What follows belongs to an exercise in optimizing a design on an open flow for small area, a short achievable clock period and few clock cycles; a production flow would make more cautious choices. Only simulation tests tie the RTL to the original design; equivalence was not proved. Power and IR drop assume default switching activity.

==> flow/design.v <==
module pleat_segdec (
    input  wire        clk,
    input  wire        rst,
    input  wire        start,
    input  wire [8:0]  span,        
    output wire        ready,
    input  wire        in_valid,
    input  wire [63:0] in_data,
    output wire        in_ready,
    output reg         out_valid,
    output reg  [63:0] out_data,
    output reg         done,
    output reg  [3:0]  err
);
    localparam [3:0] E_OK        = 4'h0;
    localparam [3:0] E_ILLEGAL   = 4'h1;
    localparam [3:0] E_DIST      = 4'h2;
    localparam [3:0] E_OVERRUN   = 4'h3;
    localparam [3:0] E_INPUT_END = 4'h6;
    localparam [3:0] S_IDLE   = 4'd0;
    localparam [3:0] S_HDR    = 4'd1;
    localparam [3:0] S_SYM    = 4'd2;
    localparam [3:0] S_LITSYM = 4'd3;
    localparam [3:0] S_EXTRA  = 4'd4;
    localparam [3:0] S_REP    = 4'd5;
    localparam [3:0] S_COPY   = 4'd6;
    localparam [3:0] S_STORED = 4'd7;
    localparam [3:0] S_ZERO   = 4'd8;
    reg [3:0]   state;
    reg [3:0]   pred;
    reg         lit;         
    reg [6:0]   cls;         
    reg [6:0]   widx;        
    reg [5:0]   rep_dist;        
    reg [6:0]   cnt_left;    
    reg [8:0]   words_left;  
    reg [127:0] bbuf;
    reg [7:0]   bcnt;
    reg [63:0]  w [0:63];
    wire [11:0] pk = {bbuf[0], bbuf[1], bbuf[2],  bbuf[3],
                      bbuf[4], bbuf[5], bbuf[6],  bbuf[7],
                      bbuf[8], bbuf[9], bbuf[10], bbuf[11]};
    reg [6:0] sym;
    reg [3:0] sym_len;
    always @(*) begin
        if (pk[11:10] == 2'b00) begin
            sym = 7'd0;  sym_len = 4'd2;
        end else if (pk[11:9] == 3'b010) begin
            sym = 7'd1;  sym_len = 4'd3;
        end else if (pk[11:9] == 3'b011) begin
            sym = 7'd2;  sym_len = 4'd3;
        end else if (pk[11:9] == 3'b100) begin
            sym = 7'd66; sym_len = 4'd3;
        end else if (pk[11:8] <= 4'b1101) begin
            sym = {3'd0, pk[11:8]} - 7'd7;  sym_len = 4'd4;    
        end else if (pk[11:8] == 4'b1110) begin
            sym = pk[7] ? 7'd8 : 7'd7;      sym_len = 4'd5;
        end else if (pk[11:7] == 5'b11110) begin
            sym = pk[6] ? 7'd10 : 7'd9;     sym_len = 4'd6;
        end else if (pk[11:6] == 6'b111110) begin
            sym = pk[5] ? 7'd12 : 7'd11;    sym_len = 4'd7;
        end else if (pk[11:5] == 7'b1111110 && pk[4:1] <= 4'd9) begin
            sym = 7'd13 + {3'd0, pk[4:1]};  sym_len = 4'd11;
        end else if (pk == 12'hFFE) begin
            sym = 7'd65; sym_len = 4'd12;
        end else if (pk == 12'hFFF) begin
            sym = 7'd67; sym_len = 4'd12;
        end else begin
            sym = pk[6:0] - 7'h54 + 7'd23;  sym_len = 4'd12;   
        end
    end
    wire [5:0]  ext_n    = cls[5:0] - 6'd1;           
    wire [63:0] ext_mask = (64'd1 << ext_n) - 64'd1;
    wire [63:0] ext_val  = (bbuf[63:0] & ext_mask) | (64'd1 << ext_n);
    reg  [6:0]  k;
    always @(*) begin
        case (pred)
            4'd1, 4'd2: k = 7'd1;
            4'd3:       k = 7'd2;
            4'd4:       k = 7'd4;
            default:    k = 7'd8;
        endcase
    end
    wire [6:0]  rd_idx  = (state == S_COPY) ? (widx - {1'b0, rep_dist}) : (widx - k);
    wire        rd_ok   = (state == S_COPY) ? 1'b1 : (widx >= k);
    wire [63:0] rd_word = rd_ok ? w[rd_idx[5:0]] : 64'd0;
    function [63:0] rebuild(input [3:0] p, input [63:0] h, input [63:0] v);
        begin
            if (p == 4'd0)
                rebuild = v;
            else if (p == 4'd1)
                rebuild = h + ({64{v[0]}} ^ {1'b0, v[63:1]});
            else
                rebuild = h ^ v;
        end
    endfunction
    reg  [6:0]  need;
    always @(*) begin
        case (state)
            S_HDR:             need = 7'd8;
            S_SYM, S_LITSYM:   need = {3'd0, sym_len};
            S_EXTRA:           need = {1'b0, ext_n};
            S_REP:             need = 7'd12;
            S_STORED:          need = 7'd64;
            default:           need = 7'd0;
        endcase
    end
    wire active    = (state != S_IDLE);
    wire have_bits = ({1'b0, need} <= bcnt);
    wire starved   = !have_bits && (words_left == 9'd0);
    assign ready    = (state == S_IDLE);
    assign in_ready = active && (bcnt <= 8'd64) && (words_left != 9'd0);
    wire        take = in_ready && in_valid;
    reg  [6:0]  used;        
    reg         wr_en;
    reg  [63:0] wr_data;
    always @(*) begin
        used    = 7'd0;
        wr_en   = 1'b0;
        wr_data = 64'd0;
        if (have_bits) begin
            used = need;
        end
        case (state)
            S_SYM: if (have_bits && sym <= 7'd1) begin
                wr_en   = 1'b1;
                wr_data = rebuild(pred, rd_word, {63'd0, sym[0]});
            end
            S_LITSYM: if (have_bits && sym <= 7'd1) begin
                wr_en   = 1'b1;
                wr_data = {63'd0, sym[0]};
            end
            S_EXTRA: if (have_bits) begin
                wr_en   = 1'b1;
                wr_data = lit ? ext_val : rebuild(pred, rd_word, ext_val);
            end
            S_STORED: if (have_bits) begin
                wr_en   = 1'b1;
                wr_data = bbuf[63:0];
            end
            S_COPY: begin
                wr_en   = 1'b1;
                wr_data = rd_word;
            end
            S_ZERO: begin
                wr_en   = 1'b1;
                wr_data = 64'd0;
            end
            default: ;
        endcase
    end
    wire [127:0] bshift = bbuf >> used;
    wire [7:0]   bleft  = bcnt - {1'b0, used};
    wire [5:0] rep_d = bbuf[5:0];
    wire [6:0] rep_n = {1'b0, bbuf[11:6]} + 7'd1;
    always @(posedge clk) begin
        if (wr_en)
            w[widx[5:0]] <= wr_data;
    end
    always @(posedge clk) begin
        if (rst) begin
            state      <= S_IDLE;
            pred       <= 4'd0;
            lit        <= 1'b0;
            cls        <= 7'd0;
            widx       <= 7'd0;
            rep_dist       <= 6'd0;
            cnt_left   <= 7'd0;
            words_left <= 9'd0;
            bbuf       <= 128'd0;
            bcnt       <= 8'd0;
            out_valid  <= 1'b0;
            out_data   <= 64'd0;
            done       <= 1'b0;
            err        <= E_OK;
        end else begin
            out_valid <= wr_en;
            if (wr_en)
                out_data <= wr_data;
            done <= 1'b0;
            if (state == S_IDLE) begin
                if (start) begin
                    state      <= S_HDR;
                    widx       <= 7'd0;
                    words_left <= span;
                    bbuf       <= 128'd0;
                    bcnt       <= 8'd0;
                end
            end else begin
                bbuf <= take ? (bshift | ({64'd0, in_data} << bleft)) : bshift;
                bcnt <= take ? (bleft + 8'd64) : bleft;
                if (take)
                    words_left <= words_left - 9'd1;
                if (wr_en)
                    widx <= widx + 7'd1;
                if (starved) begin
                    state <= S_IDLE;
                    done  <= 1'b1;
                    err   <= E_INPUT_END;
                end else begin
                    case (state)
                        S_HDR: if (have_bits) begin
                            pred <= bbuf[3:0];
                            if (bbuf[7:4] != 4'd0 || bbuf[3] == 1'b1) begin
                                state <= S_IDLE;
                                done  <= 1'b1;
                                err   <= E_ILLEGAL;
                            end else if (bbuf[2:0] == 3'd7)
                                state <= S_ZERO;
                            else if (bbuf[2:0] == 3'd6)
                                state <= S_STORED;
                            else
                                state <= S_SYM;
                        end
                        S_SYM: if (have_bits) begin
                            lit <= 1'b0;
                            cls <= sym;
                            if (sym <= 7'd1) begin
                                if (widx == 7'd63) begin
                                    state <= S_IDLE;
                                    done  <= 1'b1;
                                    err   <= E_OK;
                                end
                            end else if (sym <= 7'd64)
                                state <= S_EXTRA;
                            else if (sym == 7'd65)
                                state <= S_LITSYM;
                            else if (sym == 7'd66)
                                state <= S_REP;
                            else begin
                                state <= S_IDLE;
                                done  <= 1'b1;
                                err   <= E_ILLEGAL;
                            end
                        end
                        S_LITSYM: if (have_bits) begin
                            lit <= 1'b1;
                            cls <= sym;
                            if (sym <= 7'd1) begin
                                if (widx == 7'd63) begin
                                    state <= S_IDLE;
                                    done  <= 1'b1;
                                    err   <= E_OK;
                                end else
                                    state <= S_SYM;
                            end else if (sym <= 7'd64)
                                state <= S_EXTRA;
                            else begin
                                state <= S_IDLE;
                                done  <= 1'b1;
                                err   <= E_ILLEGAL;
                            end
                        end
                        S_EXTRA: if (have_bits) begin
                            if (widx == 7'd63) begin
                                state <= S_IDLE;
                                done  <= 1'b1;
                                err   <= E_OK;
                            end else
                                state <= S_SYM;
                        end
                        S_REP: if (have_bits) begin
                            rep_dist     <= rep_d;
                            cnt_left <= rep_n;
                            if (rep_d == 6'd0) begin
                                state <= S_IDLE;
                                done  <= 1'b1;
                                err   <= E_ILLEGAL;
                            end else if ({1'b0, rep_d} > widx) begin
                                state <= S_IDLE;
                                done  <= 1'b1;
                                err   <= E_DIST;
                            end else if (widx + rep_n > 7'd64) begin
                                state <= S_IDLE;
                                done  <= 1'b1;
                                err   <= E_OVERRUN;
                            end else
                                state <= S_COPY;
                        end
                        S_COPY: begin
                            cnt_left <= cnt_left - 7'd1;
                            if (widx == 7'd63) begin
                                state <= S_IDLE;
                                done  <= 1'b1;
                                err   <= E_OK;
                            end else if (cnt_left == 7'd1)
                                state <= S_SYM;
                        end
                        S_STORED, S_ZERO: if (wr_en && widx == 7'd63) begin
                            state <= S_IDLE;
                            done  <= 1'b1;
                            err   <= E_OK;
                        end
                        default: state <= S_IDLE;
                    endcase
                end
            end
        end
    end
endmodule
==> flow/run.sh <==
#!/bin/bash
# synth_recipe.tcl (not shown) runs the flow's synth.tcl, then flattens the netlist and writes it again
# the make line also repeats each setting of config.mk as NAME=value (left out here)
make -C /OpenROAD-flow-scripts/flow DESIGN_CONFIG=/design/flow/config.mk WORK_HOME=/design/flow/orfs CLKGATE_MAP_FILE= SYNTH_SCRIPT=/design/flow/synth_recipe.tcl finish
==> flow/config.mk <==
export PLATFORM = sky130hd
export DESIGN_NAME = pleat_segdec
export DESIGN_NICKNAME = pleat_segdec
export VERILOG_FILES = /design/flow/design.v
export SDC_FILE = /design/flow/constraint.sdc
export NUM_CORES = 4
export LEC_CHECK = 0
export CAP_MARGIN = 20
export CORE_MARGIN = 2
export CORE_UTILIZATION = 40
export SLEW_MARGIN = 20
==> flow/constraint.sdc <==
create_clock -name core_clock -period 12.0 [get_ports {clk}]
set_input_delay 2.4000 -clock core_clock [delete_from_list [all_inputs] [get_ports {clk}]]
set_output_delay 2.4000 -clock core_clock [all_outputs]
set_load 0.01 [all_outputs]
==> results.py <==
metrics = {
    "run_status": {
        "status": "complete, no violations",
    },
    "timing": {
        "period_needed_ps": 11560,
        "fin_tns_setup_ps": 0,
        "finalHoldViolCount": 0,
        "fmax_mhz": 86.5,
        "slew_headroom": 0.0908,
        "holdWs_ps": 465,
        "slew_viol_final": 0,
        "skew_ps": 120,
        "finalSetupViolCount": 0,
        "setup_slack_ps": 444,
        "fin_crit_sh": 0.963,
        "rsz0062_at_grt": "false",
        "tightest_slew_ps": 1360,
    },
    "cells_and_area": {
        "drive_gt1_frac": 0.226,
        "area_growth_pct": 13.9,
        "num-fill-cells": 41367,
        "multi_input_area_um2": 64400,
        "utilization": 0.457,
        "ff_latch_area_um2": 128000,
        "final_cells": 18917,
        "finalNetCount": 12318,
    },
    "worst_setup_path": {
        "worst_r2r_endpoint": "w[56][53]",
        "cp-end-kind": "flop",
        "cpMaxStageDelayCell": "fa_4",
        "r2r_start": "state[3]",
        "arrival_ps": 12250,
        "cp-start-kind": "flop",
        "r2r_slack_ps": 440,
        "crit_top_cell": "buf_4",
        "r2r_cells": 33,
        "max_stage_delay_ps": 950,
        "crit_type": "reg2reg",
        "required_ps": 12700,
        "crit_end": "w[56][53]",
        "worstPathMaxFanout": 64,
        "cp-startpoint": "state[3]",
    },
    "placement": {
        "place_ws_ps": 714,
        "portBuffers": 148,
        "dpl.hpwl_um": 448000,
        "place_inst": 18053,
        "gp_congestion": 1.01,
    },
    "floorplan": {
        "start_util": 0.402,
        "die_area_um2": 494000,
        "die_w_um": 703,
        "ios": 149,
        "die_h_um": 703,
        "placementRows": 256,
        "core_area_um2": 486000,
    },
    "cts": {
        "cts_buffer_depth": 4,
        "cts_made_buffers": 442,
        "hold_buffers": 0,
        "htree_levels": 5,
        "cts_resized": 0,
        "cts_root_buffer": "clkbuf_16",
        "clkLatencyLatePin_ps": 1050,
        "cts_tree": "yes",
        "clk_pin_slew_ps": 60,
        "cts_setup_buffers": 0,
        "cts.sinks": 4346,
    },
    "routing": {
        "drt-total-wl_um": 764000,
        "first_pass_iters": 9,
        "viasPerCell": 6.56,
        "wire_per_inst_um": 40.4,
        "antenna_left": 0,
        "route.detailed.drc": 0,
        "route.vias.total": 124180,
        "drt_iter0_drc": 20358,
    },
    "synth": {
        "netlist-cell-type-count": 132,
        "synth_cells": 11711,
        "synth_async_sr_flop_share": 0,
        "synth_edf_count": 4096,
        "syn_area_um2": 195000,
        "ys_warn_count": 1,
        "syn-mean-instance-area_um2": 16.7,
        "ys.flop_type": "edfxtp_1",
        "synth_fp_nets": 11979,
        "ys_ff_latch": 4346,
        "ys_seq_area_frac": 0.655,
    },
    "global_routing": {
        "grt_pass1_vias": 119002,
        "met1_usage": 0.408,
        "grt_pass1_wl_um": 1030000,
        "grt_use_met2": 0.472,
        "grt_use_total": 0.303,
        "met3_usage": 0.0647,
        "antenna_found_initial": 65,
        "grt_max_degree": 141,
        "top_usage_layer": "met2",
        "overflow": 0,
    },
    "min_path": {
        "holdCritStartpoint": "out_data[6]",
        "min_path_cells": 2,
        "min_path_type": "reg2reg",
    },
    "pwr": {
        "powerDensity_nw_per_um2": 198,
        "ir_drop_mv": 0.318,
        "power.leakage_nw": 63.8,
    },
    "job": {
        "maxCapViolations": 0,
    },
}
==> worst min path at each step <==
stage | to | slack [ps]
after floorplan | rep_dist[5] | 440
after global placement | out_data[44] | 450
after detailed placement | out_data[44] | 460
after CTS | out_data[44] | 470
after global routing | out_data[5] | 490
final | out_data[6] | 470
==> flip-flops by register name, indices dropped and copies added (netlist names) <==
signal      count
state           4
w            4096
err             4
pred            4
widx            7
bbuf          128
rep_dist        6
lit             1
done            1
words_left      9
out_data       64
out_valid       1
bcnt            8
cls             6
cnt_left        7
==> critical path: cells and delay by family (launching register included) <==
kind	cells	cell delay [ps]
buffers and inverters	11	3000
XOR/XNOR	1	190
multiplexers	3	1290
adder cells (fa/ha/maj)	3	1590
AO/OA/AOI/OAI	9	2800
flip-flops	1	680
AND/OR/NAND/NOR	6	1540
==> logic make-up after synthesis <==
| kind of cell | Yosys count | synth area share |
|---|---|---|
| buf+inv | 914 | 0.0212 |
| simple gates | 2028 | 0.0461 |
| flops | 4346 | 0.655 |
| fa+ha+maj | 193 | 0.0125 |
| compound gates | 2127 | 0.0718 |
| xor+xnor | 214 | 0.00973 |
| mux | 1889 | 0.183 |
==> placed cells by master, fill, tap and decap left out, types with 91 or more instances in the layout <==
cell	count
a22oi_1	133
clkbuf_1	107
mux4_2	1345
edfxtp_1	4096
nor3_1	107
o21ai_0	454
clkdlybuf4s50_1	147
buf_4	399
ha_1	184
nor2_1	449
inv_1	132
buf_12	111
nand3_1	151
a21oi_1	565
clkinv_1	102
mux2i_1	470
dfxtp_1	250
nand2_1	877
clkbuf_16	445
a31oi_1	91
xnor2_1	113
==> per-layer routing <==
layer | vias to the layer above | routed length (um)
li1 | 48529 | -
met1 | 65694 | 288000
met2 | 8420 | 351000
met3 | 1523 | 83600
met4 | 14 | 42000
met5 | - | 104
==> cell usage after synthesis, types with 34 or more instances <==
master    instances  area, um^2
a211oi_1         87         653
a21o_1           86         646
a21oi_1         569        2850
a221oi_1         56         490
a22o_1           46         403
a22oi_1         133         998
a31oi_1          93         582
and2_1           65         407
and3_1           34         213
buf_1            74         278
buf_2           197         986
buf_4            63         473
clkbuf_1        404        1520
dfxtp_1         250        5000
edfxtp_1       4096      123000
ha_1            186        2330
inv_1           136         510
mux2_2           72         811
mux2i_1         471        4710
mux4_2         1345       30300
nand2_1         894        3360
nand3_1         156         781
nand4_1          38         238
nor2_1          525        1970
nor2b_1          36         225
nor3_1          114         571
o211ai_1         66         495
o21ai_0         464        2320
o22ai_1          75         469
xnor2_1         121        1060
xor2_1           91         797
==> cell type report <==
| class | instances | area share |
|---|---|---|
| tap | 6450 | 0.0363 |
| multi-input combinational | 6451 | 0.290 |
| clock inverter | 263 | 0.0128 |
| sequential | 4346 | 0.575 |
| clock buffer | 557 | 0.0522 |
| antenna | 41 | 0.000461 |
| inverter | 143 | 0.00249 |
| timing repair buffer | 666 | 0.0308 |
==> power breakdown <==
group          internal (W)  leakage, nW  switching, W
registers            0.0165         30.9      0.000213
clock network       0.00776         7.00       0.00607
logic               0.00405         25.9       0.00952
==> through the flow <==
stage                     total power [W]  cell area, um^2
final                              0.0441           222000
after global routing               0.0451           222000
after global placement             0.0301           208000
after detailed placement           0.0301           208000
after CTS                          0.0438           222000
after floorplan                    0.0248           195000
Testbench counts, summed over its fixed seeds: cycles 222,390.

port drivers added, routing unchanged:
No port has a modelled driver above. Below, the same layout with a new extraction and two added sets of constraints. Step 1 (the two cells are an assumption about what drives the block):
set clk [get_ports {clk}]
set_driving_cell -lib_cell sky130_fd_sc_hd__clkbuf_16 $clk
set_driving_cell -lib_cell sky130_fd_sc_hd__buf_2 [delete_from_list [all_inputs] $clk]
Step 2 times the ports against the registers' clock, not the clock port: input delays grow and output delays shrink by t, the midpoint of the rising clock arrivals with the driver on. Slacks: ideal ports / drivers / drivers and shift; pairs: ideal ports / drivers.
t (ns): 1.129
setup WS [ns]: 0.444 / 0.444 / 0.444
hold slack, ns: 0.465 / 0.465 / 0.465
cell pins on the clock port's net: 1
After both steps this run still meets setup and hold. The setup slack of this run moves by 0.000 ns with the drivers and by 0.000 ns with both steps.
